Source: an optimization exercise on an open RTL-to-GDS flow (aim: small area and a short achievable clock period). Production flows keep margins and buffers that such runs may drop. Function was not checked in any run shown here: the RTL went through the layout flow alone.

==> flow/design.v, too long to show whole: its modules and the start of the top module <==
// module ecc_codec: 785 lines
module ecc_codec (
    input  wire        clk,
    input  wire        rst,
    input  wire        in_valid,
    input  wire        in_decode,
    input  wire [1:0]  in_code,
    input  wire [63:0] in_data,
    input  wire [14:0] in_chk,
    output wire        out_valid,
    output wire [63:0] out_data,
    output wire [14:0] out_chk,
    output wire [1:0]  out_status
);
  // ...
==> flow/flow/run.sh <==
#!/bin/bash
# Own layout flow: the standard layout (standard.sh, unchanged synthesis and
# steps), with the port buffers that global placement inserts on every input and
# output made from sky130_fd_sc_hd__buf_1 cells instead of ORFS's default choice.
# Each tool's full output is kept: ORFS writes its per-step logs under
# orfs/logs/, and this script keeps the make output in standard.log.
set -euo pipefail
cd "$(dirname "$0")/.."
export BUFFER_PORTS_ARGS="-buffer_cell sky130_fd_sc_hd__buf_1"
bash standard.sh > standard.log 2>&1
==> flow/standard.sh <==
#!/bin/bash
# synth_recipe.tcl (not shown) runs the flow's synth.tcl, then flattens the netlist and writes it again
# the make line also repeats each setting of config.mk as NAME=value (left out here)
make -C /OpenROAD-flow-scripts/flow DESIGN_CONFIG=/design/flow/config.mk WORK_HOME=/design/flow/orfs CLKGATE_MAP_FILE= SYNTH_SCRIPT=/design/flow/synth_recipe.tcl "${@:-finish}"
==> flow/config.mk <==
export PLATFORM = sky130hd
export DESIGN_NAME = ecc_codec
export DESIGN_NICKNAME = ecc_codec
export VERILOG_FILES = /design/flow/design.v
export SDC_FILE = /design/flow/constraint.sdc
export NUM_CORES = 4
export LEC_CHECK = 0
export CAP_MARGIN = 20
export CORE_MARGIN = 2
export CORE_UTILIZATION = 40
export CTS_BUF_LIST = sky130_fd_sc_hd__clkbuf_4 sky130_fd_sc_hd__clkbuf_8
export CTS_CLUSTER_SIZE = 30
export PLACE_DENSITY = 0.6
export SLEW_MARGIN = 20
==> flow/constraint.sdc <==
create_clock -name core_clock -period 13.0 [get_ports {clk}]
set_input_delay 2.6000 -clock core_clock [delete_from_list [all_inputs] [get_ports {clk}]]
set_output_delay 2.6000 -clock core_clock [all_outputs]
set_load 0.01 [all_outputs]
==> flow_metrics.py, run 1 <==
metrics = {
    "detailed_routing": {
        "wl_met2_um": 32200,
        "final_antenna_net_count": 0,
        "top_layer": "met4",
    },
    "sta": {
        "hold_ws_ns": 0.303,
        "tns_ns": 0,
        "rsz0062_at_grt": "no",
        "slew_violations": 0,
        "worstMarginPinSlew_ns": 1.05,
    },
    "floorplanning": {
        "die_y_um": 236,
        "tapcell.inserted": 696,
    },
    "logic_synthesis": {
        "yosysTopAreaCell": "dfxtp_1",
        "postSynthAreaPerCell_um2": 9.54,
        "ys_top_cells_by_count": "493 x dfxtp_1, 475 x xnor2_1, 299 x nand2_1",
        "synth_area_um2": 21600,
        "postSynthCellCount": 2260,
    },
    "setup_path": {
        "cp_max_fo": 34,
        "crit_end": "f_q3[4]",
        "endpoint_kind": "register",
        "crit_buf_inv": 3,
        "cp_data_arrival_time_ns": 4.80,
    },
    "finish": {
        "layout_common_cells": "493 x dfxtp_1, 472 x xnor2_1, 299 x nand2_1",
        "signal_buffers": 179,
        "area_delta_synth_final_pct": 13.4,
        "final_area_um2": 24400,
    },
    "place": {
        "placed_area_um2": 22700,
        "hpwlAfterDp_um": 55300,
        "gp_congestion": 0.997,
    },
    "global_routing": {
        "grt_pass1_vias": 16470,
        "grt.met2_usage": 0.393,
        "grtUsageMet1": 0.361,
    },
    "min_path": {
        "min_path_cells": 0,
        "hp-class": "reg2reg",
    },
    "run_status": {
        "run_status": "finished clean",
    },
    "clocking": {
        "cts_setup_buffers": 0,
        "cts_sinks": 493,
        "cts_root_buf": "clkbuf_8",
    },
}
==> run 2: changes to the inputs <==
==> flow/design.v (replaced) <==
module ecc_codec (
    input  wire        clk,
    input  wire        rst,
    input  wire        in_valid,
    input  wire        in_decode,
    input  wire [1:0]  in_code,
    input  wire [63:0] in_data,
    input  wire [14:0] in_chk,
    output wire        out_valid,
    output wire [63:0] out_data,
    output wire [14:0] out_chk,
    output wire [1:0]  out_status
);
    wire x79 = in_data[23] ^ in_data[62];
    wire x80 = in_data[14] ^ in_data[61];
    wire x81 = in_data[24] ^ in_data[63];
    wire x82 = in_data[25] ^ in_data[3];
    wire x83 = in_data[5] ^ in_data[60];
    wire x84 = in_data[13] ^ in_data[57];
    wire x85 = in_data[0] ^ in_data[22];
    wire x86 = in_data[17] ^ in_data[59];
    wire x87 = in_data[26] ^ in_data[4];
    wire x88 = in_data[29] ^ in_data[43];
    wire x89 = in_data[1] ^ in_data[38];
    wire x90 = in_data[44] ^ in_data[47];
    wire x91 = in_data[30] ^ in_data[33];
    wire x92 = in_data[2] ^ in_data[56];
    wire x93 = in_data[50] ^ in_data[53];
    wire x94 = in_data[31] ^ in_data[32];
    wire x95 = in_data[37] ^ in_data[46];
    wire x96 = in_data[27] ^ in_data[58];
    wire x97 = in_data[42] ^ in_data[6];
    wire x98 = in_data[48] ^ x80;
    wire x99 = in_data[9] ^ x85;
    wire x100 = in_data[40] ^ x79;
    wire x101 = in_data[18] ^ x83;
    wire x102 = x82 ^ x92;
    wire x103 = in_data[11] ^ x84;
    wire x104 = in_data[55] ^ x94;
    wire x105 = in_data[54] ^ x81;
    wire x106 = in_data[28] ^ in_data[34];
    wire x107 = in_data[7] ^ x87;
    wire x108 = in_data[45] ^ x88;
    wire x109 = in_data[10] ^ in_data[12];
    wire x110 = in_data[16] ^ in_data[49];
    wire x111 = in_data[8] ^ x86;
    wire x112 = in_data[36] ^ in_data[41];
    wire x113 = in_data[35] ^ in_data[39];
    wire x114 = in_data[15] ^ in_data[19];
    wire x115 = x98 ^ x109;
    wire x116 = in_data[20] ^ x89;
    wire x117 = in_data[52] ^ x93;
    wire x118 = x95 ^ x97;
    wire x119 = in_data[51] ^ x104;
    wire x120 = x90 ^ x101;
    wire x121 = x96 ^ x108;
    wire x122 = in_data[21] ^ x99;
    wire x123 = x106 ^ x111;
    wire x124 = x91 ^ x120;
    wire x125 = x107 ^ x110;
    wire x126 = x105 ^ x112;
    wire x127 = in_data[54] ^ x113;
    wire x128 = x80 ^ x118;
    wire x129 = in_data[49] ^ x100;
    wire x130 = in_data[31] ^ x96;
    wire x131 = in_data[43] ^ in_data[48];
    wire x132 = in_data[46] ^ x103;
    wire x133 = in_data[16] ^ in_data[50];
    wire x134 = in_data[10] ^ x116;
    wire x135 = in_data[32] ^ in_data[52];
    wire x136 = in_data[12] ^ in_data[28];
    wire x137 = x91 ^ x114;
    wire x138 = in_data[39] ^ x99;
    wire x139 = in_data[21] ^ in_data[63];
    wire x140 = x102 ^ x114;
    wire x141 = in_data[11] ^ in_data[37];
    wire x142 = in_data[57] ^ in_data[62];
    wire x143 = in_data[33] ^ in_data[7];
    wire x144 = x117 ^ x119;
    wire x145 = in_data[44] ^ x98;
    wire x146 = in_data[18] ^ x93;
    wire x147 = in_data[58] ^ x133;
    wire x148 = in_data[2] ^ x89;
    wire x149 = x91 ^ x106;
    wire x150 = x117 ^ x131;
    wire x151 = in_data[1] ^ x124;
    wire x152 = x125 ^ x136;
    wire x153 = in_data[27] ^ in_data[35];
    wire x154 = in_data[61] ^ x97;
    wire x155 = x86 ^ x132;
    wire x156 = in_data[14] ^ in_data[42];
    wire x157 = x84 ^ x145;
    wire x158 = in_data[29] ^ in_data[9];
    wire x159 = in_data[25] ^ x87;
    wire x160 = in_data[63] ^ x101;
    wire x161 = in_data[43] ^ in_data[47];
    wire x162 = in_data[40] ^ x115;
    wire x163 = in_data[23] ^ in_data[41];
    wire x164 = in_data[15] ^ in_data[41];
    wire x165 = in_data[56] ^ x123;
    wire x166 = in_data[59] ^ x147;
    wire x167 = in_data[55] ^ x90;
    wire x168 = in_data[0] ^ in_data[30];
    wire x169 = x107 ^ x134;
    wire x170 = x108 ^ x138;
    wire x171 = in_data[24] ^ x100;
    wire x172 = in_data[26] ^ x79;
    wire x173 = in_data[36] ^ x135;
    wire x174 = in_data[51] ^ x95;
    wire x175 = x93 ^ x122;
    wire x176 = x88 ^ x154;
    wire x177 = in_data[38] ^ in_data[8];
    wire x178 = in_data[3] ^ x81;
    wire x179 = x85 ^ x130;
    wire x180 = x127 ^ x150;
    wire x181 = x111 ^ x179;
    wire x182 = in_data[47] ^ x110;
    wire x183 = in_data[53] ^ x158;
    wire x184 = x79 ^ x169;
    wire x185 = in_data[22] ^ x172;
    wire x186 = in_data[60] ^ x104;
    wire x187 = in_data[13] ^ x82;
    wire x188 = in_data[34] ^ in_data[45];
    wire x189 = x102 ^ x128;
    wire x190 = x83 ^ x103;
    wire x191 = x95 ^ x126;
    wire x192 = in_data[55] ^ x129;
    wire x193 = x155 ^ x186;
    wire x194 = x115 ^ x121;
    wire x195 = in_data[45] ^ x112;
    wire x196 = x168 ^ x184;
    wire x197 = x103 ^ x118;
    wire x198 = in_data[17] ^ x139;
    wire x199 = in_data[51] ^ x142;
    wire x200 = in_data[19] ^ in_data[9];
    wire x201 = in_data[4] ^ x199;
    wire x202 = x126 ^ x140;
    wire x203 = in_data[6] ^ x141;
    wire x204 = in_data[28] ^ x175;
    wire x205 = in_data[24] ^ in_data[2];
    wire x206 = x86 ^ x164;
    wire x207 = in_data[41] ^ x165;
    wire x208 = in_data[12] ^ x166;
    wire x209 = in_data[26] ^ x162;
    wire x210 = x163 ^ x165;
    wire x211 = in_data[30] ^ x202;
    wire x212 = x143 ^ x171;
    wire x213 = in_data[10] ^ x132;
    wire x214 = x136 ^ x142;
    wire x215 = in_data[33] ^ x156;
    wire x216 = x183 ^ x192;
    wire x217 = x90 ^ x146;
    wire x218 = in_data[58] ^ x214;
    wire x219 = x137 ^ x191;
    wire x220 = x161 ^ x173;
    wire x221 = x173 ^ x215;
    wire x222 = x167 ^ x180;
    wire x223 = x174 ^ x195;
    wire x224 = in_data[14] ^ x129;
    wire x225 = x85 ^ x190;
    wire x226 = in_data[40] ^ x218;
    wire x227 = in_data[27] ^ in_data[5];
    wire x228 = in_data[13] ^ in_data[50];
    wire x229 = x156 ^ x205;
    wire x230 = in_chk[0] ^ x123;
    wire x231 = in_data[39] ^ x140;
    wire x232 = x161 ^ x209;
    wire x233 = in_data[36] ^ x141;
    wire x234 = in_data[29] ^ x144;
    wire x235 = in_data[40] ^ in_data[42];
    wire x236 = x189 ^ x208;
    wire x237 = x121 ^ x221;
    wire x238 = x105 ^ x176;
    wire x239 = x121 ^ x219;
    wire x240 = in_data[5] ^ x178;
    wire x241 = x94 ^ x189;
    wire x242 = x92 ^ x233;
    wire x243 = in_data[59] ^ x212;
    wire x244 = x153 ^ x177;
    wire x245 = x119 ^ x206;
    wire x246 = x124 ^ x204;
    wire x247 = in_data[6] ^ x137;
    wire x248 = x176 ^ x200;
    wire x249 = x182 ^ x188;
    wire x250 = x153 ^ x245;
    wire x251 = x148 ^ x225;
    wire x252 = in_data[25] ^ x149;
    wire x253 = in_data[20] ^ x152;
    wire x254 = x135 ^ x210;
    wire x255 = x197 ^ x250;
    wire x256 = x170 ^ x227;
    wire x257 = x185 ^ x194;
    wire x258 = x94 ^ x191;
    wire x259 = in_data[37] ^ x134;
    wire x260 = x84 ^ x182;
    wire x261 = in_data[22] ^ in_data[39];
    wire x262 = in_data[19] ^ x107;
    wire x263 = x89 ^ x187;
    wire x264 = x144 ^ x224;
    wire x265 = x90 ^ x159;
    wire x266 = x113 ^ x201;
    wire x267 = in_data[20] ^ x181;
    wire x268 = in_data[35] ^ x139;
    wire x269 = in_data[62] ^ x131;
    wire x270 = x113 ^ x151;
    wire x271 = x102 ^ x220;
    wire x272 = x122 ^ x271;
    wire x273 = x162 ^ x170;
    wire x274 = x137 ^ x249;
    wire x275 = x81 ^ x167;
    wire x276 = in_data[11] ^ x130;
    wire x277 = x100 ^ x260;
    wire x278 = x138 ^ x240;
    wire x279 = x88 ^ x242;
    wire x280 = x96 ^ x207;
    wire x281 = x116 ^ x163;
    wire x282 = x106 ^ x238;
    wire x283 = in_data[44] ^ in_data[54];
    wire x284 = in_data[31] ^ x275;
    wire x285 = in_data[17] ^ x278;
    wire x286 = in_data[21] ^ x234;
    wire x287 = x261 ^ x281;
    wire x288 = x177 ^ x198;
    wire x289 = in_data[61] ^ x203;
    wire x290 = in_data[30] ^ x282;
    wire x291 = x127 ^ x151;
    wire x292 = x92 ^ x190;
    wire x293 = x187 ^ x217;
    wire x294 = x174 ^ x247;
    wire x295 = x157 ^ x294;
    wire x296 = in_data[21] ^ in_data[32];
    wire x297 = x160 ^ x248;
    wire x298 = x97 ^ x276;
    wire x299 = in_data[5] ^ x188;
    wire x300 = in_data[60] ^ x183;
    wire x301 = x171 ^ x244;
    wire x302 = x120 ^ x237;
    wire x303 = in_data[8] ^ x157;
    wire x304 = x181 ^ x277;
    wire x305 = in_data[27] ^ x252;
    wire x306 = x143 ^ x259;
    wire x307 = x149 ^ x236;
    wire x308 = in_data[18] ^ x115;
    wire x309 = x152 ^ x228;
    wire x310 = in_data[58] ^ x308;
    wire x311 = x125 ^ x283;
    wire x312 = x146 ^ x256;
    wire x313 = x279 ^ x285;
    wire x314 = x160 ^ x226;
    wire x315 = in_data[4] ^ x263;
    wire x316 = in_data[56] ^ x309;
    wire x317 = in_data[56] ^ x128;
    wire x318 = x180 ^ x304;
    wire x319 = x300 ^ x303;
    wire x320 = in_data[38] ^ in_data[49];
    wire x321 = x235 ^ x320;
    wire x322 = x102 ^ x119;
    wire x323 = in_data[44] ^ x269;
    wire x324 = x159 ^ x229;
    wire x325 = x266 ^ x267;
    wire x326 = x105 ^ x305;
    wire x327 = x178 ^ x317;
    wire x328 = in_data[18] ^ x87;
    wire x329 = in_data[1] ^ x109;
    wire x330 = x222 ^ x223;
    wire x331 = in_data[14] ^ x86;
    wire x332 = in_data[15] ^ x289;
    wire x333 = x82 ^ x323;
    wire x334 = x284 ^ x287;
    wire x335 = x272 ^ x314;
    wire x336 = x166 ^ x292;
    wire x337 = x193 ^ x310;
    wire x338 = x195 ^ x268;
    wire x339 = in_data[61] ^ x83;
    wire x340 = in_data[46] ^ x105;
    wire x341 = in_data[20] ^ x185;
    wire x342 = x133 ^ x299;
    wire x343 = x338 ^ x336;
    wire x344 = x196 ^ x343;
    wire x345 = x329 ^ x327;
    wire x346 = x325 ^ x345;
    wire x347 = x332 ^ x335;
    wire x348 = x89 ^ x231;
    wire x349 = x243 ^ x348;
    wire x350 = x319 ^ x349;
    wire x351 = x311 ^ x297;
    wire x352 = x280 ^ x351;
    wire x353 = x274 ^ x337;
    wire x354 = x341 ^ x326;
    wire x355 = x286 ^ x354;
    wire x356 = x321 ^ x330;
    wire x357 = in_chk[0] ^ x338;
    wire x358 = x357 ^ x336;
    wire x359 = x196 ^ x358;
    wire x360 = in_chk[1] ^ x329;
    wire x361 = x360 ^ x327;
    wire x362 = x325 ^ x361;
    wire x363 = in_chk[2] ^ x332;
    wire x364 = x363 ^ x335;
    wire x365 = in_chk[3] ^ x89;
    wire x366 = x365 ^ x231;
    wire x367 = x243 ^ x366;
    wire x368 = x319 ^ x367;
    wire x369 = in_chk[4] ^ x311;
    wire x370 = x297 ^ x369;
    wire x371 = x280 ^ x370;
    wire x372 = in_chk[5] ^ x274;
    wire x373 = x372 ^ x337;
    wire x374 = in_chk[6] ^ x341;
    wire x375 = x326 ^ x374;
    wire x376 = x286 ^ x375;
    wire x377 = in_chk[7] ^ x321;
    wire x378 = x377 ^ x330;
    wire x379 = x123 ^ x295;
    wire x380 = x312 ^ x379;
    wire x381 = x339 ^ x306;
    wire x382 = x318 ^ x381;
    wire x383 = x296 ^ x192;
    wire x384 = x251 ^ x383;
    wire x385 = x239 ^ x384;
    wire x386 = x334 ^ x307;
    wire x387 = x262 ^ x301;
    wire x388 = x241 ^ x387;
    wire x389 = x246 ^ x388;
    wire x390 = x331 ^ x293;
    wire x391 = x258 ^ x390;
    wire x392 = x196 ^ x391;
    wire x393 = x148 ^ x265;
    wire x394 = x175 ^ x393;
    wire x395 = x193 ^ x394;
    wire x396 = x290 ^ x395;
    wire x397 = in_data[7] ^ x322;
    wire x398 = x257 ^ x397;
    wire x399 = x291 ^ x398;
    wire x400 = x328 ^ x264;
    wire x401 = x313 ^ x400;
    wire x402 = x340 ^ x315;
    wire x403 = x273 ^ x402;
    wire x404 = x254 ^ x403;
    wire x405 = x164 ^ x324;
    wire x406 = x213 ^ x405;
    wire x407 = x216 ^ x406;
    wire x408 = x270 ^ x407;
    wire x409 = x342 ^ x298;
    wire x410 = x211 ^ x409;
    wire x411 = x232 ^ x410;
    wire x412 = x333 ^ x253;
    wire x413 = x255 ^ x412;
    wire x414 = x288 ^ x302;
    wire x415 = x316 ^ x414;
    wire x416 = in_data[0] ^ in_data[2];
    wire x417 = in_data[3] ^ in_data[49];
    wire x418 = in_data[52] ^ x143;
    wire x419 = x200 ^ x416;
    wire x420 = x417 ^ x116;
    wire x421 = x198 ^ x203;
    wire x422 = x418 ^ x419;
    wire x423 = x201 ^ x420;
    wire x424 = x421 ^ x422;
    wire x425 = x194 ^ x423;
    wire x426 = x424 ^ x425;
    wire x427 = in_chk[10] ^ in_chk[11];
    wire x428 = in_chk[12] ^ in_chk[13];
    wire x429 = in_chk[14] ^ in_chk[1];
    wire x430 = in_chk[2] ^ in_chk[3];
    wire x431 = in_chk[4] ^ in_chk[5];
    wire x432 = in_chk[6] ^ in_chk[7];
    wire x433 = in_chk[8] ^ in_chk[9];
    wire x434 = x113 ^ x427;
    wire x435 = x428 ^ x429;
    wire x436 = x430 ^ x431;
    wire x437 = x432 ^ x433;
    wire x438 = x100 ^ x116;
    wire x439 = x434 ^ x435;
    wire x440 = x436 ^ x437;
    wire x441 = x122 ^ x125;
    wire x442 = x197 ^ x438;
    wire x443 = x439 ^ x440;
    wire x444 = x124 ^ x144;
    wire x445 = x194 ^ x202;
    wire x446 = x230 ^ x441;
    wire x447 = x442 ^ x443;
    wire x448 = x444 ^ x445;
    wire x449 = x446 ^ x447;
    wire x450 = x448 ^ x449;
    wire x451 = x230 ^ x295;
    wire x452 = x312 ^ x451;
    wire x453 = in_chk[1] ^ x339;
    wire x454 = x453 ^ x306;
    wire x455 = x318 ^ x454;
    wire x456 = in_chk[2] ^ x296;
    wire x457 = x456 ^ x192;
    wire x458 = x251 ^ x457;
    wire x459 = x239 ^ x458;
    wire x460 = in_chk[3] ^ x334;
    wire x461 = x307 ^ x460;
    wire x462 = in_chk[4] ^ x262;
    wire x463 = x301 ^ x462;
    wire x464 = x241 ^ x463;
    wire x465 = x246 ^ x464;
    wire x466 = in_chk[5] ^ x331;
    wire x467 = x466 ^ x293;
    wire x468 = x258 ^ x467;
    wire x469 = x196 ^ x468;
    wire x470 = in_chk[6] ^ x148;
    wire x471 = x265 ^ x470;
    wire x472 = x175 ^ x471;
    wire x473 = x193 ^ x472;
    wire x474 = x290 ^ x473;
    wire x475 = in_chk[7] ^ in_data[7];
    wire x476 = x475 ^ x322;
    wire x477 = x257 ^ x476;
    wire x478 = x291 ^ x477;
    wire x479 = in_chk[8] ^ x328;
    wire x480 = x479 ^ x264;
    wire x481 = x313 ^ x480;
    wire x482 = in_chk[9] ^ x340;
    wire x483 = x315 ^ x482;
    wire x484 = x273 ^ x483;
    wire x485 = x254 ^ x484;
    wire x486 = in_chk[10] ^ x164;
    wire x487 = x486 ^ x324;
    wire x488 = x213 ^ x487;
    wire x489 = x216 ^ x488;
    wire x490 = x270 ^ x489;
    wire x491 = in_chk[11] ^ x342;
    wire x492 = x298 ^ x491;
    wire x493 = x211 ^ x492;
    wire x494 = x232 ^ x493;
    wire x495 = in_chk[12] ^ x333;
    wire x496 = x253 ^ x495;
    wire x497 = x255 ^ x496;
    wire x498 = in_chk[13] ^ x288;
    wire x499 = x498 ^ x302;
    wire x500 = x316 ^ x499;
    wire [7:0] gen_l = {x356, x355, x353, x352, x350, x347, x346, x344};
    wire [7:0] syn_l = {x378, x376, x373, x371, x368, x364, x362, x359};
    wire [13:0] gen_s = {x415, x413, x411, x408, x404, x401, x399, x396, x392, x389, x386, x385, x382, x380};
    wire gen_par = x426;
    wire par_s = x450;
    wire [13:0] syn_s = {x500, x497, x494, x490, x485, x481, x478, x474, x469, x465, x461, x459, x455, x452};
    wire is_l = (in_code == 2'd1);
    wire is_s = (in_code == 2'd2);
    wire poison = (in_data == 64'd0) & (&in_chk[7:0]) & (is_l | (&in_chk[14:8]));
    wire [14:0] chk0 = in_decode ? (is_l ? {7'd0, in_chk[7:0]} : is_s ? in_chk : 15'd0) : (is_l ? {7'd0, gen_l} : is_s ? {gen_par, gen_s} : 15'd0);
    wire dl = in_decode & is_l & ~poison;
    wire ds = in_decode & is_s & ~poison;
    wire poi = in_decode & (is_l | is_s) & poison;
    reg v1;
    always @(posedge clk) v1 <= rst ? 1'b0 : in_valid;
    reg [63:0] d_q1;
    reg [14:0] chk0_q1;
    reg dl_q1;
    reg ds_q1;
    reg poi_q1;
    reg [7:0] syn_l_q1;
    reg par_s_q1;
    reg [13:0] syn_s_q1;
    always @(posedge clk) begin
        d_q1 <= in_data;
        chk0_q1 <= chk0;
        dl_q1 <= dl;
        ds_q1 <= ds;
        poi_q1 <= poi;
        syn_l_q1 <= syn_l;
        par_s_q1 <= par_s;
        syn_s_q1 <= syn_s;
    end
    wire [6:0] s1;
    wire [6:0] s3;
    assign s1[0] = syn_s_q1[0] ^ syn_s_q1[7] ^ syn_s_q1[11];
    assign s3[0] = syn_s_q1[0] ^ syn_s_q1[5] ^ syn_s_q1[7] ^ syn_s_q1[9] ^ syn_s_q1[10];
    assign s1[1] = syn_s_q1[1] ^ syn_s_q1[8] ^ syn_s_q1[12];
    assign s3[1] = syn_s_q1[4] ^ syn_s_q1[5] ^ syn_s_q1[8] ^ syn_s_q1[13];
    assign s1[2] = syn_s_q1[2] ^ syn_s_q1[9] ^ syn_s_q1[13];
    assign s3[2] = syn_s_q1[3] ^ syn_s_q1[7] ^ syn_s_q1[8] ^ syn_s_q1[9] ^ syn_s_q1[10] ^ syn_s_q1[11] ^ syn_s_q1[13];
    assign s1[3] = syn_s_q1[3] ^ syn_s_q1[7] ^ syn_s_q1[10] ^ syn_s_q1[11];
    assign s3[3] = syn_s_q1[1] ^ syn_s_q1[5] ^ syn_s_q1[6] ^ syn_s_q1[7] ^ syn_s_q1[8] ^ syn_s_q1[9] ^ syn_s_q1[11];
    assign s1[4] = syn_s_q1[4] ^ syn_s_q1[8] ^ syn_s_q1[11] ^ syn_s_q1[12];
    assign s3[4] = syn_s_q1[4] ^ syn_s_q1[6] ^ syn_s_q1[8] ^ syn_s_q1[9] ^ syn_s_q1[13];
    assign s1[5] = syn_s_q1[5] ^ syn_s_q1[9] ^ syn_s_q1[12] ^ syn_s_q1[13];
    assign s3[5] = syn_s_q1[3] ^ syn_s_q1[4] ^ syn_s_q1[7] ^ syn_s_q1[12] ^ syn_s_q1[13];
    assign s1[6] = syn_s_q1[6] ^ syn_s_q1[10] ^ syn_s_q1[13];
    assign s3[6] = syn_s_q1[2] ^ syn_s_q1[6] ^ syn_s_q1[7] ^ syn_s_q1[8] ^ syn_s_q1[9] ^ syn_s_q1[10] ^ syn_s_q1[12];
    wire [6:0] f;
    assign f[0] = (s1 == 7'd1) | (s1 == 7'd2) | (s1 == 7'd4) | (s1 == 7'd6) | (s1 == 7'd8) | (s1 == 7'd11) | (s1 == 7'd12) | (s1 == 7'd14) | (s1 == 7'd15) | (s1 == 7'd16) | (s1 == 7'd18) | (s1 == 7'd20) | (s1 == 7'd22) | (s1 == 7'd24) | (s1 == 7'd30) | (s1 == 7'd31) | (s1 == 7'd32) | (s1 == 7'd35) | (s1 == 7'd36) | (s1 == 7'd38) | (s1 == 7'd39) | (s1 == 7'd40) | (s1 == 7'd42) | (s1 == 7'd44) | (s1 == 7'd48) | (s1 == 7'd49) | (s1 == 7'd50) | (s1 == 7'd58) | (s1 == 7'd59) | (s1 == 7'd61) | (s1 == 7'd62) | (s1 == 7'd63) | (s1 == 7'd64) | (s1 == 7'd69) | (s1 == 7'd70) | (s1 == 7'd71) | (s1 == 7'd72) | (s1 == 7'd77) | (s1 == 7'd80) | (s1 == 7'd82) | (s1 == 7'd84) | (s1 == 7'd85) | (s1 == 7'd88) | (s1 == 7'd90) | (s1 == 7'd91) | (s1 == 7'd92) | (s1 == 7'd93) | (s1 == 7'd94) | (s1 == 7'd96) | (s1 == 7'd99) | (s1 == 7'd100) | (s1 == 7'd101) | (s1 == 7'd104) | (s1 == 7'd105) | (s1 == 7'd106) | (s1 == 7'd107) | (s1 == 7'd108) | (s1 == 7'd112) | (s1 == 7'd113) | (s1 == 7'd114) | (s1 == 7'd116) | (s1 == 7'd120) | (s1 == 7'd122) | (s1 == 7'd127);
    assign f[1] = (s1 == 7'd4) | (s1 == 7'd5) | (s1 == 7'd6) | (s1 == 7'd7) | (s1 == 7'd12) | (s1 == 7'd15) | (s1 == 7'd16) | (s1 == 7'd18) | (s1 == 7'd25) | (s1 == 7'd29) | (s1 == 7'd30) | (s1 == 7'd31) | (s1 == 7'd33) | (s1 == 7'd35) | (s1 == 7'd36) | (s1 == 7'd37) | (s1 == 7'd38) | (s1 == 7'd39) | (s1 == 7'd43) | (s1 == 7'd44) | (s1 == 7'd45) | (s1 == 7'd47) | (s1 == 7'd48) | (s1 == 7'd51) | (s1 == 7'd53) | (s1 == 7'd55) | (s1 == 7'd56) | (s1 == 7'd57) | (s1 == 7'd58) | (s1 == 7'd59) | (s1 == 7'd62) | (s1 == 7'd63) | (s1 == 7'd64) | (s1 == 7'd65) | (s1 == 7'd71) | (s1 == 7'd73) | (s1 == 7'd74) | (s1 == 7'd75) | (s1 == 7'd76) | (s1 == 7'd78) | (s1 == 7'd79) | (s1 == 7'd80) | (s1 == 7'd82) | (s1 == 7'd83) | (s1 == 7'd85) | (s1 == 7'd86) | (s1 == 7'd87) | (s1 == 7'd94) | (s1 == 7'd98) | (s1 == 7'd99) | (s1 == 7'd103) | (s1 == 7'd105) | (s1 == 7'd107) | (s1 == 7'd110) | (s1 == 7'd111) | (s1 == 7'd112) | (s1 == 7'd113) | (s1 == 7'd115) | (s1 == 7'd116) | (s1 == 7'd117) | (s1 == 7'd118) | (s1 == 7'd120) | (s1 == 7'd121) | (s1 == 7'd122);
    assign f[2] = (s1 == 7'd13) | (s1 == 7'd14) | (s1 == 7'd15) | (s1 == 7'd16) | (s1 == 7'd17) | (s1 == 7'd18) | (s1 == 7'd20) | (s1 == 7'd21) | (s1 == 7'd22) | (s1 == 7'd24) | (s1 == 7'd25) | (s1 == 7'd26) | (s1 == 7'd27) | (s1 == 7'd29) | (s1 == 7'd30) | (s1 == 7'd31) | (s1 == 7'd32) | (s1 == 7'd36) | (s1 == 7'd37) | (s1 == 7'd39) | (s1 == 7'd40) | (s1 == 7'd41) | (s1 == 7'd44) | (s1 == 7'd46) | (s1 == 7'd47) | (s1 == 7'd49) | (s1 == 7'd50) | (s1 == 7'd51) | (s1 == 7'd52) | (s1 == 7'd53) | (s1 == 7'd59) | (s1 == 7'd63) | (s1 == 7'd67) | (s1 == 7'd70) | (s1 == 7'd71) | (s1 == 7'd73) | (s1 == 7'd75) | (s1 == 7'd77) | (s1 == 7'd79) | (s1 == 7'd80) | (s1 == 7'd83) | (s1 == 7'd85) | (s1 == 7'd88) | (s1 == 7'd89) | (s1 == 7'd90) | (s1 == 7'd92) | (s1 == 7'd93) | (s1 == 7'd95) | (s1 == 7'd98) | (s1 == 7'd102) | (s1 == 7'd103) | (s1 == 7'd104) | (s1 == 7'd105) | (s1 == 7'd109) | (s1 == 7'd111) | (s1 == 7'd115) | (s1 == 7'd116) | (s1 == 7'd118) | (s1 == 7'd119) | (s1 == 7'd120) | (s1 == 7'd121) | (s1 == 7'd124) | (s1 == 7'd126) | (s1 == 7'd127);
    assign f[3] = (s1 == 7'd3) | (s1 == 7'd7) | (s1 == 7'd9) | (s1 == 7'd10) | (s1 == 7'd14) | (s1 == 7'd19) | (s1 == 7'd21) | (s1 == 7'd25) | (s1 == 7'd29) | (s1 == 7'd30) | (s1 == 7'd38) | (s1 == 7'd39) | (s1 == 7'd41) | (s1 == 7'd45) | (s1 == 7'd46) | (s1 == 7'd47) | (s1 == 7'd49) | (s1 == 7'd52) | (s1 == 7'd53) | (s1 == 7'd54) | (s1 == 7'd56) | (s1 == 7'd57) | (s1 == 7'd59) | (s1 == 7'd60) | (s1 == 7'd62) | (s1 == 7'd63) | (s1 == 7'd64) | (s1 == 7'd65) | (s1 == 7'd67) | (s1 == 7'd68) | (s1 == 7'd69) | (s1 == 7'd70) | (s1 == 7'd71) | (s1 == 7'd72) | (s1 == 7'd75) | (s1 == 7'd77) | (s1 == 7'd80) | (s1 == 7'd82) | (s1 == 7'd84) | (s1 == 7'd87) | (s1 == 7'd88) | (s1 == 7'd89) | (s1 == 7'd93) | (s1 == 7'd94) | (s1 == 7'd96) | (s1 == 7'd98) | (s1 == 7'd99) | (s1 == 7'd100) | (s1 == 7'd101) | (s1 == 7'd102) | (s1 == 7'd103) | (s1 == 7'd104) | (s1 == 7'd107) | (s1 == 7'd108) | (s1 == 7'd110) | (s1 == 7'd114) | (s1 == 7'd116) | (s1 == 7'd117) | (s1 == 7'd118) | (s1 == 7'd120) | (s1 == 7'd122) | (s1 == 7'd123) | (s1 == 7'd124) | (s1 == 7'd127);
    assign f[4] = (s1 == 7'd2) | (s1 == 7'd3) | (s1 == 7'd4) | (s1 == 7'd5) | (s1 == 7'd7) | (s1 == 7'd8) | (s1 == 7'd9) | (s1 == 7'd12) | (s1 == 7'd16) | (s1 == 7'd19) | (s1 == 7'd22) | (s1 == 7'd24) | (s1 == 7'd25) | (s1 == 7'd28) | (s1 == 7'd30) | (s1 == 7'd32) | (s1 == 7'd33) | (s1 == 7'd35) | (s1 == 7'd36) | (s1 == 7'd40) | (s1 == 7'd41) | (s1 == 7'd44) | (s1 == 7'd45) | (s1 == 7'd48) | (s1 == 7'd49) | (s1 == 7'd51) | (s1 == 7'd53) | (s1 == 7'd57) | (s1 == 7'd60) | (s1 == 7'd61) | (s1 == 7'd62) | (s1 == 7'd63) | (s1 == 7'd64) | (s1 == 7'd65) | (s1 == 7'd67) | (s1 == 7'd70) | (s1 == 7'd72) | (s1 == 7'd73) | (s1 == 7'd76) | (s1 == 7'd78) | (s1 == 7'd79) | (s1 == 7'd80) | (s1 == 7'd81) | (s1 == 7'd84) | (s1 == 7'd88) | (s1 == 7'd89) | (s1 == 7'd91) | (s1 == 7'd93) | (s1 == 7'd95) | (s1 == 7'd96) | (s1 == 7'd97) | (s1 == 7'd98) | (s1 == 7'd100) | (s1 == 7'd105) | (s1 == 7'd107) | (s1 == 7'd109) | (s1 == 7'd116) | (s1 == 7'd118) | (s1 == 7'd119) | (s1 == 7'd121) | (s1 == 7'd122) | (s1 == 7'd124) | (s1 == 7'd125) | (s1 == 7'd126);
    assign f[5] = (s1 == 7'd7) | (s1 == 7'd8) | (s1 == 7'd9) | (s1 == 7'd10) | (s1 == 7'd11) | (s1 == 7'd12) | (s1 == 7'd14) | (s1 == 7'd17) | (s1 == 7'd21) | (s1 == 7'd23) | (s1 == 7'd24) | (s1 == 7'd27) | (s1 == 7'd29) | (s1 == 7'd30) | (s1 == 7'd31) | (s1 == 7'd32) | (s1 == 7'd35) | (s1 == 7'd36) | (s1 == 7'd37) | (s1 == 7'd39) | (s1 == 7'd41) | (s1 == 7'd45) | (s1 == 7'd47) | (s1 == 7'd50) | (s1 == 7'd53) | (s1 == 7'd58) | (s1 == 7'd60) | (s1 == 7'd62) | (s1 == 7'd66) | (s1 == 7'd70) | (s1 == 7'd71) | (s1 == 7'd72) | (s1 == 7'd74) | (s1 == 7'd76) | (s1 == 7'd77) | (s1 == 7'd78) | (s1 == 7'd79) | (s1 == 7'd85) | (s1 == 7'd86) | (s1 == 7'd87) | (s1 == 7'd88) | (s1 == 7'd90) | (s1 == 7'd91) | (s1 == 7'd94) | (s1 == 7'd95) | (s1 == 7'd96) | (s1 == 7'd97) | (s1 == 7'd99) | (s1 == 7'd101) | (s1 == 7'd102) | (s1 == 7'd105) | (s1 == 7'd106) | (s1 == 7'd107) | (s1 == 7'd110) | (s1 == 7'd111) | (s1 == 7'd112) | (s1 == 7'd114) | (s1 == 7'd116) | (s1 == 7'd118) | (s1 == 7'd121) | (s1 == 7'd123) | (s1 == 7'd124) | (s1 == 7'd125) | (s1 == 7'd126);
    assign f[6] = (s1 == 7'd5) | (s1 == 7'd7) | (s1 == 7'd15) | (s1 == 7'd19) | (s1 == 7'd23) | (s1 == 7'd26) | (s1 == 7'd27) | (s1 == 7'd28) | (s1 == 7'd30) | (s1 == 7'd31) | (s1 == 7'd32) | (s1 == 7'd34) | (s1 == 7'd35) | (s1 == 7'd36) | (s1 == 7'd40) | (s1 == 7'd41) | (s1 == 7'd42) | (s1 == 7'd44) | (s1 == 7'd47) | (s1 == 7'd48) | (s1 == 7'd49) | (s1 == 7'd50) | (s1 == 7'd51) | (s1 == 7'd52) | (s1 == 7'd54) | (s1 == 7'd55) | (s1 == 7'd57) | (s1 == 7'd58) | (s1 == 7'd59) | (s1 == 7'd60) | (s1 == 7'd61) | (s1 == 7'd62) | (s1 == 7'd64) | (s1 == 7'd69) | (s1 == 7'd71) | (s1 == 7'd72) | (s1 == 7'd74) | (s1 == 7'd77) | (s1 == 7'd78) | (s1 == 7'd80) | (s1 == 7'd82) | (s1 == 7'd83) | (s1 == 7'd87) | (s1 == 7'd88) | (s1 == 7'd89) | (s1 == 7'd91) | (s1 == 7'd92) | (s1 == 7'd94) | (s1 == 7'd97) | (s1 == 7'd98) | (s1 == 7'd100) | (s1 == 7'd101) | (s1 == 7'd102) | (s1 == 7'd103) | (s1 == 7'd104) | (s1 == 7'd106) | (s1 == 7'd111) | (s1 == 7'd113) | (s1 == 7'd117) | (s1 == 7'd118) | (s1 == 7'd119) | (s1 == 7'd121) | (s1 == 7'd123) | (s1 == 7'd126);
    wire [6:0] wq;
    assign wq[0] = (s3[0] & f[0]) ^ (s3[1] & f[6]) ^ (s3[2] & f[5]) ^ (s3[3] & f[4]) ^ (s3[4] & f[3]) ^ (s3[5] & f[2]) ^ (s3[5] & f[6]) ^ (s3[6] & f[1]) ^ (s3[6] & f[5]);
    assign wq[1] = (s3[0] & f[1]) ^ (s3[1] & f[0]) ^ (s3[2] & f[6]) ^ (s3[3] & f[5]) ^ (s3[4] & f[4]) ^ (s3[5] & f[3]) ^ (s3[6] & f[2]) ^ (s3[6] & f[6]);
    assign wq[2] = (s3[0] & f[2]) ^ (s3[1] & f[1]) ^ (s3[2] & f[0]) ^ (s3[3] & f[6]) ^ (s3[4] & f[5]) ^ (s3[5] & f[4]) ^ (s3[6] & f[3]);
    assign wq[3] = (s3[0] & f[3]) ^ (s3[1] & f[2]) ^ (s3[1] & f[6]) ^ (s3[2] & f[1]) ^ (s3[2] & f[5]) ^ (s3[3] & f[0]) ^ (s3[3] & f[4]) ^ (s3[4] & f[3]) ^ (s3[4] & f[6]) ^ (s3[5] & f[2]) ^ (s3[5] & f[5]) ^ (s3[5] & f[6]) ^ (s3[6] & f[1]) ^ (s3[6] & f[4]) ^ (s3[6] & f[5]);
    assign wq[4] = (s3[0] & f[4]) ^ (s3[1] & f[3]) ^ (s3[2] & f[2]) ^ (s3[2] & f[6]) ^ (s3[3] & f[1]) ^ (s3[3] & f[5]) ^ (s3[4] & f[0]) ^ (s3[4] & f[4]) ^ (s3[5] & f[3]) ^ (s3[5] & f[6]) ^ (s3[6] & f[2]) ^ (s3[6] & f[5]) ^ (s3[6] & f[6]);
    assign wq[5] = (s3[0] & f[5]) ^ (s3[1] & f[4]) ^ (s3[2] & f[3]) ^ (s3[3] & f[2]) ^ (s3[3] & f[6]) ^ (s3[4] & f[1]) ^ (s3[4] & f[5]) ^ (s3[5] & f[0]) ^ (s3[5] & f[4]) ^ (s3[6] & f[3]) ^ (s3[6] & f[6]);
    assign wq[6] = (s3[0] & f[6]) ^ (s3[1] & f[5]) ^ (s3[2] & f[4]) ^ (s3[3] & f[3]) ^ (s3[4] & f[2]) ^ (s3[4] & f[6]) ^ (s3[5] & f[1]) ^ (s3[5] & f[5]) ^ (s3[6] & f[0]) ^ (s3[6] & f[4]);
    wire [6:0] z0;
    assign z0[0] = (1'b0);
    assign z0[1] = (wq[2] ^ wq[3] ^ wq[4] ^ wq[6]);
    assign z0[2] = (wq[3] ^ wq[4] ^ wq[6]);
    assign z0[3] = (wq[5] ^ wq[6]);
    assign z0[4] = (wq[1] ^ wq[2] ^ wq[4]);
    assign z0[5] = (wq[3] ^ wq[5] ^ wq[6]);
    assign z0[6] = (wq[3] ^ wq[6]);
    wire tr0 = wq[0];
    wire s1z = (s1 == 7'd0);
    wire s3z = (s3 == 7'd0);
    reg v2;
    always @(posedge clk) v2 <= rst ? 1'b0 : v1;
    reg [63:0] d_q2;
    reg [14:0] chk0_q2;
    reg dl_q2;
    reg ds_q2;
    reg poi_q2;
    reg [7:0] syn_l_q2;
    reg par_s_q2;
    reg [6:0] s1_q2;
    reg [6:0] z0_q2;
    reg tr0_q2;
    reg s1z_q2;
    reg s3z_q2;
    always @(posedge clk) begin
        d_q2 <= d_q1;
        chk0_q2 <= chk0_q1;
        dl_q2 <= dl_q1;
        ds_q2 <= ds_q1;
        poi_q2 <= poi_q1;
        syn_l_q2 <= syn_l_q1;
        par_s_q2 <= par_s_q1;
        s1_q2 <= s1;
        z0_q2 <= z0;
        tr0_q2 <= tr0;
        s1z_q2 <= s1z;
        s3z_q2 <= s3z;
    end
    wire [6:0] x1;
    assign x1[0] = (s1_q2[0] & z0_q2[0]) ^ (s1_q2[1] & z0_q2[6]) ^ (s1_q2[2] & z0_q2[5]) ^ (s1_q2[3] & z0_q2[4]) ^ (s1_q2[4] & z0_q2[3]) ^ (s1_q2[5] & z0_q2[2]) ^ (s1_q2[5] & z0_q2[6]) ^ (s1_q2[6] & z0_q2[1]) ^ (s1_q2[6] & z0_q2[5]);
    assign x1[1] = (s1_q2[0] & z0_q2[1]) ^ (s1_q2[1] & z0_q2[0]) ^ (s1_q2[2] & z0_q2[6]) ^ (s1_q2[3] & z0_q2[5]) ^ (s1_q2[4] & z0_q2[4]) ^ (s1_q2[5] & z0_q2[3]) ^ (s1_q2[6] & z0_q2[2]) ^ (s1_q2[6] & z0_q2[6]);
    assign x1[2] = (s1_q2[0] & z0_q2[2]) ^ (s1_q2[1] & z0_q2[1]) ^ (s1_q2[2] & z0_q2[0]) ^ (s1_q2[3] & z0_q2[6]) ^ (s1_q2[4] & z0_q2[5]) ^ (s1_q2[5] & z0_q2[4]) ^ (s1_q2[6] & z0_q2[3]);
    assign x1[3] = (s1_q2[0] & z0_q2[3]) ^ (s1_q2[1] & z0_q2[2]) ^ (s1_q2[1] & z0_q2[6]) ^ (s1_q2[2] & z0_q2[1]) ^ (s1_q2[2] & z0_q2[5]) ^ (s1_q2[3] & z0_q2[0]) ^ (s1_q2[3] & z0_q2[4]) ^ (s1_q2[4] & z0_q2[3]) ^ (s1_q2[4] & z0_q2[6]) ^ (s1_q2[5] & z0_q2[2]) ^ (s1_q2[5] & z0_q2[5]) ^ (s1_q2[5] & z0_q2[6]) ^ (s1_q2[6] & z0_q2[1]) ^ (s1_q2[6] & z0_q2[4]) ^ (s1_q2[6] & z0_q2[5]);
    assign x1[4] = (s1_q2[0] & z0_q2[4]) ^ (s1_q2[1] & z0_q2[3]) ^ (s1_q2[2] & z0_q2[2]) ^ (s1_q2[2] & z0_q2[6]) ^ (s1_q2[3] & z0_q2[1]) ^ (s1_q2[3] & z0_q2[5]) ^ (s1_q2[4] & z0_q2[0]) ^ (s1_q2[4] & z0_q2[4]) ^ (s1_q2[5] & z0_q2[3]) ^ (s1_q2[5] & z0_q2[6]) ^ (s1_q2[6] & z0_q2[2]) ^ (s1_q2[6] & z0_q2[5]) ^ (s1_q2[6] & z0_q2[6]);
    assign x1[5] = (s1_q2[0] & z0_q2[5]) ^ (s1_q2[1] & z0_q2[4]) ^ (s1_q2[2] & z0_q2[3]) ^ (s1_q2[3] & z0_q2[2]) ^ (s1_q2[3] & z0_q2[6]) ^ (s1_q2[4] & z0_q2[1]) ^ (s1_q2[4] & z0_q2[5]) ^ (s1_q2[5] & z0_q2[0]) ^ (s1_q2[5] & z0_q2[4]) ^ (s1_q2[6] & z0_q2[3]) ^ (s1_q2[6] & z0_q2[6]);
    assign x1[6] = (s1_q2[0] & z0_q2[6]) ^ (s1_q2[1] & z0_q2[5]) ^ (s1_q2[2] & z0_q2[4]) ^ (s1_q2[3] & z0_q2[3]) ^ (s1_q2[4] & z0_q2[2]) ^ (s1_q2[4] & z0_q2[6]) ^ (s1_q2[5] & z0_q2[1]) ^ (s1_q2[5] & z0_q2[5]) ^ (s1_q2[6] & z0_q2[0]) ^ (s1_q2[6] & z0_q2[4]);
    wire [6:0] x2 = x1 ^ s1_q2;
    function inr(input [6:0] x);
        inr = (x == 7'd1) | (x == 7'd2) | (x == 7'd3) | (x == 7'd4) | (x == 7'd5) | (x == 7'd6) | (x == 7'd8) | (x == 7'd9) | (x == 7'd10) | (x == 7'd11) | (x == 7'd12) | (x == 7'd16) | (x == 7'd18) | (x == 7'd20) | (x == 7'd22) | (x == 7'd24) | (x == 7'd25) | (x == 7'd27) | (x == 7'd29) | (x == 7'd31) | (x == 7'd32) | (x == 7'd35) | (x == 7'd36) | (x == 7'd37) | (x == 7'd39) | (x == 7'd40) | (x == 7'd41) | (x == 7'd43) | (x == 7'd44) | (x == 7'd45) | (x == 7'd47) | (x == 7'd48) | (x == 7'd50) | (x == 7'd51) | (x == 7'd53) | (x == 7'd54) | (x == 7'd55) | (x == 7'd57) | (x == 7'd58) | (x == 7'd61) | (x == 7'd62) | (x == 7'd64) | (x == 7'd65) | (x == 7'd69) | (x == 7'd70) | (x == 7'd72) | (x == 7'd73) | (x == 7'd74) | (x == 7'd75) | (x == 7'd80) | (x == 7'd81) | (x == 7'd82) | (x == 7'd83) | (x == 7'd85) | (x == 7'd86) | (x == 7'd87) | (x == 7'd88) | (x == 7'd90) | (x == 7'd93) | (x == 7'd94) | (x == 7'd95) | (x == 7'd96) | (x == 7'd97) | (x == 7'd100) | (x == 7'd102) | (x == 7'd106) | (x == 7'd107) | (x == 7'd108) | (x == 7'd109) | (x == 7'd110) | (x == 7'd111) | (x == 7'd113) | (x == 7'd114) | (x == 7'd115) | (x == 7'd116) | (x == 7'd122) | (x == 7'd124) | (x == 7'd125);
    endfunction
    function lcol(input [7:0] s);
        lcol = (s == 8'd1) | (s == 8'd2) | (s == 8'd4) | (s == 8'd7) | (s == 8'd8) | (s == 8'd11) | (s == 8'd13) | (s == 8'd14) | (s == 8'd16) | (s == 8'd19) | (s == 8'd21) | (s == 8'd22) | (s == 8'd25) | (s == 8'd26) | (s == 8'd28) | (s == 8'd31) | (s == 8'd32) | (s == 8'd35) | (s == 8'd37) | (s == 8'd38) | (s == 8'd41) | (s == 8'd42) | (s == 8'd44) | (s == 8'd47) | (s == 8'd49) | (s == 8'd50) | (s == 8'd52) | (s == 8'd55) | (s == 8'd56) | (s == 8'd59) | (s == 8'd61) | (s == 8'd62) | (s == 8'd64) | (s == 8'd67) | (s == 8'd69) | (s == 8'd70) | (s == 8'd73) | (s == 8'd74) | (s == 8'd76) | (s == 8'd79) | (s == 8'd81) | (s == 8'd82) | (s == 8'd84) | (s == 8'd87) | (s == 8'd88) | (s == 8'd97) | (s == 8'd98) | (s == 8'd100) | (s == 8'd104) | (s == 8'd112) | (s == 8'd128) | (s == 8'd131) | (s == 8'd133) | (s == 8'd134) | (s == 8'd137) | (s == 8'd138) | (s == 8'd140) | (s == 8'd145) | (s == 8'd146) | (s == 8'd148) | (s == 8'd152) | (s == 8'd161) | (s == 8'd162) | (s == 8'd164) | (s == 8'd168) | (s == 8'd176) | (s == 8'd193) | (s == 8'd194) | (s == 8'd196) | (s == 8'd200) | (s == 8'd208) | (s == 8'd224);
    endfunction
    wire inr1 = inr(x1);
    wire inr2 = inr(x2);
    wire x1z  = (x1 == 7'd0);
    wire bch_ok = ~s1z_q2 & tr0_q2 & inr2 & (x1z | (inr1 & ~par_s_q2));
    wire en_s   = ds_q2 & bch_ok;
    wire st_s_clean = s1z_q2 & s3z_q2 & ~par_s_q2;
    wire st_s_corr  = bch_ok | (s1z_q2 & s3z_q2 & par_s_q2);
    wire flip_p     = ds_q2 & ((s1z_q2 & s3z_q2 & par_s_q2) | (bch_ok & x1z & ~par_s_q2));
    wire [7:0]  h1, h2;
    wire [15:0] l1, l2, hl, ll;
    genvar g;
    generate
        for (g = 0; g < 8; g = g + 1) begin : g_h
            assign h1[g] = en_s & (x1[6:4] == g);
            assign h2[g] = en_s & (x2[6:4] == g);
        end
        for (g = 0; g < 16; g = g + 1) begin : g_l
            assign l1[g] = (x1[3:0] == g);
            assign l2[g] = (x2[3:0] == g);
            assign hl[g] = dl_q2 & (syn_l_q2[7:4] == g);
            assign ll[g] = (syn_l_q2[3:0] == g);
        end
    endgenerate
    wire [77:0] fs;
    assign fs[0] = (h1[0] & l1[1]) | (h2[0] & l2[1]);
    assign fs[1] = (h1[0] & l1[2]) | (h2[0] & l2[2]);
    assign fs[2] = (h1[0] & l1[4]) | (h2[0] & l2[4]);
    assign fs[3] = (h1[0] & l1[8]) | (h2[0] & l2[8]);
    assign fs[4] = (h1[1] & l1[0]) | (h2[1] & l2[0]);
    assign fs[5] = (h1[2] & l1[0]) | (h2[2] & l2[0]);
    assign fs[6] = (h1[4] & l1[0]) | (h2[4] & l2[0]);
    assign fs[7] = (h1[0] & l1[9]) | (h2[0] & l2[9]);
    assign fs[8] = (h1[1] & l1[2]) | (h2[1] & l2[2]);
    assign fs[9] = (h1[2] & l1[4]) | (h2[2] & l2[4]);
    assign fs[10] = (h1[4] & l1[8]) | (h2[4] & l2[8]);
    assign fs[11] = (h1[1] & l1[9]) | (h2[1] & l2[9]);
    assign fs[12] = (h1[3] & l1[2]) | (h2[3] & l2[2]);
    assign fs[13] = (h1[6] & l1[4]) | (h2[6] & l2[4]);
    assign fs[14] = (h1[4] & l1[1]) | (h2[4] & l2[1]);
    assign fs[15] = (h1[0] & l1[11]) | (h2[0] & l2[11]);
    assign fs[16] = (h1[1] & l1[6]) | (h2[1] & l2[6]);
    assign fs[17] = (h1[2] & l1[12]) | (h2[2] & l2[12]);
    assign fs[18] = (h1[5] & l1[8]) | (h2[5] & l2[8]);
    assign fs[19] = (h1[3] & l1[9]) | (h2[3] & l2[9]);
    assign fs[20] = (h1[7] & l1[2]) | (h2[7] & l2[2]);
    assign fs[21] = (h1[6] & l1[13]) | (h2[6] & l2[13]);
    assign fs[22] = (h1[5] & l1[3]) | (h2[5] & l2[3]);
    assign fs[23] = (h1[2] & l1[15]) | (h2[2] & l2[15]);
    assign fs[24] = (h1[5] & l1[14]) | (h2[5] & l2[14]);
    assign fs[25] = (h1[3] & l1[5]) | (h2[3] & l2[5]);
    assign fs[26] = (h1[6] & l1[10]) | (h2[6] & l2[10]);
    assign fs[27] = (h1[5] & l1[13]) | (h2[5] & l2[13]);
    assign fs[28] = (h1[3] & l1[3]) | (h2[3] & l2[3]);
    assign fs[29] = (h1[6] & l1[6]) | (h2[6] & l2[6]);
    assign fs[30] = (h1[4] & l1[5]) | (h2[4] & l2[5]);
    assign fs[31] = (h1[0] & l1[3]) | (h2[0] & l2[3]);
    assign fs[32] = (h1[0] & l1[6]) | (h2[0] & l2[6]);
    assign fs[33] = (h1[0] & l1[12]) | (h2[0] & l2[12]);
    assign fs[34] = (h1[1] & l1[8]) | (h2[1] & l2[8]);
    assign fs[35] = (h1[3] & l1[0]) | (h2[3] & l2[0]);
    assign fs[36] = (h1[6] & l1[0]) | (h2[6] & l2[0]);
    assign fs[37] = (h1[4] & l1[9]) | (h2[4] & l2[9]);
    assign fs[38] = (h1[1] & l1[11]) | (h2[1] & l2[11]);
    assign fs[39] = (h1[3] & l1[6]) | (h2[3] & l2[6]);
    assign fs[40] = (h1[6] & l1[12]) | (h2[6] & l2[12]);
    assign fs[41] = (h1[5] & l1[1]) | (h2[5] & l2[1]);
    assign fs[42] = (h1[2] & l1[11]) | (h2[2] & l2[11]);
    assign fs[43] = (h1[5] & l1[6]) | (h2[5] & l2[6]);
    assign fs[44] = (h1[2] & l1[5]) | (h2[2] & l2[5]);
    assign fs[45] = (h1[4] & l1[10]) | (h2[4] & l2[10]);
    assign fs[46] = (h1[1] & l1[13]) | (h2[1] & l2[13]);
    assign fs[47] = (h1[3] & l1[10]) | (h2[3] & l2[10]);
    assign fs[48] = (h1[7] & l1[4]) | (h2[7] & l2[4]);
    assign fs[49] = (h1[6] & l1[1]) | (h2[6] & l2[1]);
    assign fs[50] = (h1[4] & l1[11]) | (h2[4] & l2[11]);
    assign fs[51] = (h1[1] & l1[15]) | (h2[1] & l2[15]);
    assign fs[52] = (h1[3] & l1[14]) | (h2[3] & l2[14]);
    assign fs[53] = (h1[7] & l1[12]) | (h2[7] & l2[12]);
    assign fs[54] = (h1[7] & l1[1]) | (h2[7] & l2[1]);
    assign fs[55] = (h1[6] & l1[11]) | (h2[6] & l2[11]);
    assign fs[56] = (h1[5] & l1[15]) | (h2[5] & l2[15]);
    assign fs[57] = (h1[3] & l1[7]) | (h2[3] & l2[7]);
    assign fs[58] = (h1[6] & l1[14]) | (h2[6] & l2[14]);
    assign fs[59] = (h1[5] & l1[5]) | (h2[5] & l2[5]);
    assign fs[60] = (h1[2] & l1[3]) | (h2[2] & l2[3]);
    assign fs[61] = (h1[4] & l1[6]) | (h2[4] & l2[6]);
    assign fs[62] = (h1[0] & l1[5]) | (h2[0] & l2[5]);
    assign fs[63] = (h1[0] & l1[10]) | (h2[0] & l2[10]);
    assign fs[64] = (h1[1] & l1[4]) | (h2[1] & l2[4]);
    assign fs[65] = (h1[2] & l1[8]) | (h2[2] & l2[8]);
    assign fs[66] = (h1[5] & l1[0]) | (h2[5] & l2[0]);
    assign fs[67] = (h1[2] & l1[9]) | (h2[2] & l2[9]);
    assign fs[68] = (h1[5] & l1[2]) | (h2[5] & l2[2]);
    assign fs[69] = (h1[2] & l1[13]) | (h2[2] & l2[13]);
    assign fs[70] = (h1[5] & l1[10]) | (h2[5] & l2[10]);
    assign fs[71] = (h1[3] & l1[13]) | (h2[3] & l2[13]);
    assign fs[72] = (h1[7] & l1[10]) | (h2[7] & l2[10]);
    assign fs[73] = (h1[7] & l1[13]) | (h2[7] & l2[13]);
    assign fs[74] = (h1[7] & l1[3]) | (h2[7] & l2[3]);
    assign fs[75] = (h1[6] & l1[15]) | (h2[6] & l2[15]);
    assign fs[76] = (h1[5] & l1[7]) | (h2[5] & l2[7]);
    assign fs[77] = (h1[2] & l1[7]) | (h2[2] & l2[7]);
    wire [71:0] fl;
    assign fl[0] = hl[0] & ll[7];
    assign fl[1] = hl[0] & ll[11];
    assign fl[2] = hl[0] & ll[13];
    assign fl[3] = hl[0] & ll[14];
    assign fl[4] = hl[1] & ll[3];
    assign fl[5] = hl[1] & ll[5];
    assign fl[6] = hl[1] & ll[6];
    assign fl[7] = hl[1] & ll[9];
    assign fl[8] = hl[1] & ll[10];
    assign fl[9] = hl[1] & ll[12];
    assign fl[10] = hl[2] & ll[3];
    assign fl[11] = hl[2] & ll[5];
    assign fl[12] = hl[2] & ll[6];
    assign fl[13] = hl[2] & ll[9];
    assign fl[14] = hl[2] & ll[10];
    assign fl[15] = hl[2] & ll[12];
    assign fl[16] = hl[3] & ll[1];
    assign fl[17] = hl[3] & ll[2];
    assign fl[18] = hl[3] & ll[4];
    assign fl[19] = hl[3] & ll[8];
    assign fl[20] = hl[4] & ll[3];
    assign fl[21] = hl[4] & ll[5];
    assign fl[22] = hl[4] & ll[6];
    assign fl[23] = hl[4] & ll[9];
    assign fl[24] = hl[4] & ll[10];
    assign fl[25] = hl[4] & ll[12];
    assign fl[26] = hl[5] & ll[1];
    assign fl[27] = hl[5] & ll[2];
    assign fl[28] = hl[5] & ll[4];
    assign fl[29] = hl[5] & ll[8];
    assign fl[30] = hl[6] & ll[1];
    assign fl[31] = hl[6] & ll[2];
    assign fl[32] = hl[6] & ll[4];
    assign fl[33] = hl[6] & ll[8];
    assign fl[34] = hl[7] & ll[0];
    assign fl[35] = hl[8] & ll[3];
    assign fl[36] = hl[8] & ll[5];
    assign fl[37] = hl[8] & ll[6];
    assign fl[38] = hl[8] & ll[9];
    assign fl[39] = hl[8] & ll[10];
    assign fl[40] = hl[8] & ll[12];
    assign fl[41] = hl[9] & ll[1];
    assign fl[42] = hl[9] & ll[2];
    assign fl[43] = hl[9] & ll[4];
    assign fl[44] = hl[9] & ll[8];
    assign fl[45] = hl[10] & ll[1];
    assign fl[46] = hl[10] & ll[2];
    assign fl[47] = hl[10] & ll[4];
    assign fl[48] = hl[10] & ll[8];
    assign fl[49] = hl[11] & ll[0];
    assign fl[50] = hl[12] & ll[1];
    assign fl[51] = hl[12] & ll[2];
    assign fl[52] = hl[12] & ll[4];
    assign fl[53] = hl[12] & ll[8];
    assign fl[54] = hl[13] & ll[0];
    assign fl[55] = hl[14] & ll[0];
    assign fl[56] = hl[1] & ll[15];
    assign fl[57] = hl[2] & ll[15];
    assign fl[58] = hl[3] & ll[7];
    assign fl[59] = hl[3] & ll[11];
    assign fl[60] = hl[3] & ll[13];
    assign fl[61] = hl[3] & ll[14];
    assign fl[62] = hl[4] & ll[15];
    assign fl[63] = hl[5] & ll[7];
    assign fl[64] = hl[0] & ll[1];
    assign fl[65] = hl[0] & ll[2];
    assign fl[66] = hl[0] & ll[4];
    assign fl[67] = hl[0] & ll[8];
    assign fl[68] = hl[1] & ll[0];
    assign fl[69] = hl[2] & ll[0];
    assign fl[70] = hl[4] & ll[0];
    assign fl[71] = hl[8] & ll[0];
    wire l_zero = (syn_l_q2 == 8'd0);
    wire l_col  = lcol(syn_l_q2);
    wire [63:0] res_data = d_q2 ^ fs[77:14] ^ fl[63:0];
    wire [14:0] res_chk = chk0_q2 ^ {flip_p, fs[13:0]} ^ {7'd0, fl[71:64]};
    wire [1:0] res_st = poi_q2 ? 2'd3 : dl_q2 ? (l_zero ? 2'd0 : l_col ? 2'd1 : 2'd2) : ds_q2 ? (st_s_clean ? 2'd0 : st_s_corr ? 2'd1 : 2'd2) : 2'd0;
    reg v3;
    always @(posedge clk) v3 <= rst ? 1'b0 : v2;
    reg [63:0] res_data_q3;
    reg [14:0] res_chk_q3;
    reg [1:0] res_st_q3;
    always @(posedge clk) begin
        res_data_q3 <= res_data;
        res_chk_q3 <= res_chk;
        res_st_q3 <= res_st;
    end
    assign out_valid  = v3;
    assign out_data   = res_data_q3;
    assign out_chk    = res_chk_q3;
    assign out_status = res_st_q3;
endmodule
==> flow/run.sh (new file) <==
#!/bin/bash
# synth_recipe.tcl (not shown) runs the flow's synth.tcl, then flattens the netlist and writes it again
# the make line also repeats each setting of config.mk as NAME=value (left out here)
make -C /OpenROAD-flow-scripts/flow DESIGN_CONFIG=/design/flow/config.mk WORK_HOME=/design/flow/orfs CLKGATE_MAP_FILE= SYNTH_SCRIPT=/design/flow/synth_recipe.tcl finish
==> flow/config.mk (replaced) <==
export PLATFORM = sky130hd
export DESIGN_NAME = ecc_codec
export DESIGN_NICKNAME = ecc_codec
export VERILOG_FILES = /design/flow/design.v
export SDC_FILE = /design/flow/constraint.sdc
export NUM_CORES = 4
export LEC_CHECK = 0
export CAP_MARGIN = 20
export CORE_MARGIN = 2
export CORE_UTILIZATION = 40
export PLACE_DENSITY = 0.6
export SLEW_MARGIN = 20
removed: flow/flow/run.sh
removed: flow/standard.sh
==> flow_metrics.py, run 2 <==
metrics = {
    "clocking": {
        "cts_sinks": 296,
        "cts_tree": "done",
        "cts_setup_buffers": 0,
        "insertion_delay_ns": 0.60,
        "clockBufferDepth": 3,
        "cts_resized": 0,
        "hold_buffers": 0,
        "numCtsBuffers": 30,
        "cts.htree.levels": 1,
        "cts_root_buf": "clkbuf_16",
        "clkTransAtPathRegs_ns": 0.07,
    },
    "logic_synthesis": {
        "synth_area_um2": 18300,
        "synth-edff-count": 0,
        "ys_types": 87,
        "ys.flop_type": "dfxtp_1",
        "ys_seq_elements": 296,
        "syn_nets": 2202,
        "yosys-top-cells-area": "dfxtp_1 32%, xnor2_1 24%, xor2_1 6.8%",
        "synth_top_area_share": 0.323,
        "seq_area_frac_synth": 0.323,
        "postSynthAreaPerCell_um2": 8.69,
        "postSynth.asyncResetShare": 0,
        "yosys_warnings": 1,
        "yosysTopAreaCell": "dfxtp_1",
        "postSynthCellCount": 2109,
        "ys_top_cells_by_count": "497 x xnor2_1, 296 x dfxtp_1, 257 x nand2_1",
        "synth.most_common_cell": "xnor2_1",
    },
    "global_routing": {
        "grt_pass1_vias": 15182,
        "grt_pass1_wl_um": 101000,
        "overflow": 0,
        "grt_start_max_net_pins": 60,
        "grt.total_usage": 0.287,
        "antenna_found_initial": 4,
    },
    "finish": {
        "nNetsFinal": 2290,
        "final_common_cell": "xnor2_1",
        "reg_top3": "d_q1: 64 flops, d_q2: 64 flops, res_data_q3: 64 flops",
        "postLayoutCoreUtil": 0.473,
        "layout_common_cells": "495 x xnor2_1, 296 x dfxtp_1, 257 x nand2_1",
        "drive_above_1_share": 0.0491,
        "diodes": 0,
        "area_delta_synth_final_pct": 16.9,
        "fill_cells": 4389,
    },
    "place": {
        "hpwlAfterDp_um": 55400,
        "io_buffers": 166,
        "gp_congestion": 0.995,
        "post-place-ws_ns": 7.14,
    },
    "floorplanning": {
        "row_count": 78,
        "core_area_um2": 45300,
        "die_w_um": 218,
        "initial_core_util": 0.405,
        "io_pins": 167,
        "die_area_um2": 47600,
        "die_y_um": 218,
    },
    "setup_path": {
        "critPathKind": "reg2reg",
        "crit_required_ns": 13.46,
        "cp-start-kind": "register",
        "cp_max_fo": 36,
        "r2r_slack_ns": 7.08,
        "cp_data_arrival_time_ns": 6.38,
        "endpoint_kind": "register",
    },
    "run_status": {
        "run_status": "finished clean",
    },
    "sta": {
        "tns_ns": 0,
        "max_freq_ghz": 0.169,
        "setup_viol": 0,
        "slew_headroom": 0.288,
        "finClkSkew_ns": 0.0374,
        "worstMarginPinSlew_ns": 1.06,
        "fin_ws_ns": 7.08,
        "hold_ws_ns": 0.309,
        "fin_crit_ns": 5.92,
        "final.period_utilization": 0.455,
        "slew_violations": 0,
        "hold_violations": 0,
        "rsz0062_at_grt": "no",
    },
    "detailed_routing": {
        "final_antenna_net_count": 0,
        "wl_per_cell_um": 25.0,
        "firstDrtPassIters": 6,
        "vias": 15994,
        "remaining_drc_errors": 0,
        "drt-total-wl_um": 70500,
        "vias_per_cell": 5.67,
        "drt_iter0_drc": 2086,
    },
    "min_path": {
        "hp-class": "reg2reg",
    },
    "flow_run": {
        "cap_viol_max_count": 0,
    },
}
[run 2: area by class of cell]
| cell class | count | area, um2 | share of cell area |
|---|---|---|---|
| repair buffers | 175 | 1720 | 0.0804 |
| multi-input cells | 1676 | 11800 | 0.551 |
| flip-flops and latches | 296 | 5930 | 0.276 |
| inverters | 18 | 67.6 | 0.00315 |
| clock buffers | 33 | 792 | 0.0369 |
| clock inverters | 22 | 360 | 0.0168 |
| well taps | 600 | 751 | 0.0350 |
[run 2: logic make-up after synthesis]
kind of cell / share of synthesized area
buf+inv: 0.0349
xor+xnor: 0.340
simple gates: 0.175
flops: 0.323
fa+ha+maj: 0.00601
mux: 0.00553
compound gates: 0.115
[run 2: path summary, 6_finish.rpt]
check | from | endpoint | cells past startpoint
worst max-delay path | syn_s_q1[13] | z0_q2[1] | 15
worst min-delay path | chk0_q1[5] | chk0_q2[5] | 0
worst max register to register | syn_s_q1[13] | z0_q2[1] | 15
worst min register to register | chk0_q1[5] | chk0_q2[5] | 0
[run 2: critical path, stage by stage (launching register included)]
cell and delay [ns]:
dfxtp_1 0.80, xnor3_1 0.43, buf_4 0.29, inv_2 0.55, nor2_1 0.22, a21oi_1 0.20, nor3_1 0.06, a311oi_1 0.62
nand2_1 0.13, or4_1 0.72, nand2b_1 0.24, a21oi_1 0.18, xnor3_1 0.44, xnor3_2 0.41, xnor3_2 0.30, xor2_1 0.18
[run 2: through the flow]
step                      instances  cell area [um2]
after floorplan                2109            18300
after global placement         2765            20300
after detailed placement       2765            20300
after CTS                      2820            21400
after global routing           2820            21400
final                          2820            21400
[run 2: per-layer routing]
layer | GRT usage | share of wire | routed length [um] | vias up
met1 | 0.425 | 0.46 | 32500 | 7674
li1 | - | - | - | 7360
met5 | 0 | 0.00018 | 13 | -
met3 | 0.0489 | 0.087 | 6160 | 127
met2 | 0.428 | 0.42 | 29800 | 831
met4 | 0.0717 | 0.028 | 1970 | 2

static timing again, ports no longer ideal:
Ports are ideal in the flow. The routed layouts listed here were re-timed in OpenROAD. Step 1, drivers: a clkbuf_16 drives clk and a buf_2 each remaining input, both assumed. Step 2 moves the port delays by t, midway between the first and last clock arrival at a register: inputs arrive t later, outputs are due t later. That takes back most of the time a late clock gives input paths. a / b / c = ideal ports / drivers / drivers and shift; a / b = the first two.
run	t, ns	slack for setup (ns)	worst register clock-pin slew, ns	cell pins on the clock port's net
run 1	0.706	8.731 / 8.731 / 8.731	0.07 / 0.07	1
run 2	0.630	7.079 / 7.079 / 7.079	0.08 / 0.08	1
After both steps every run listed still meets setup and hold.
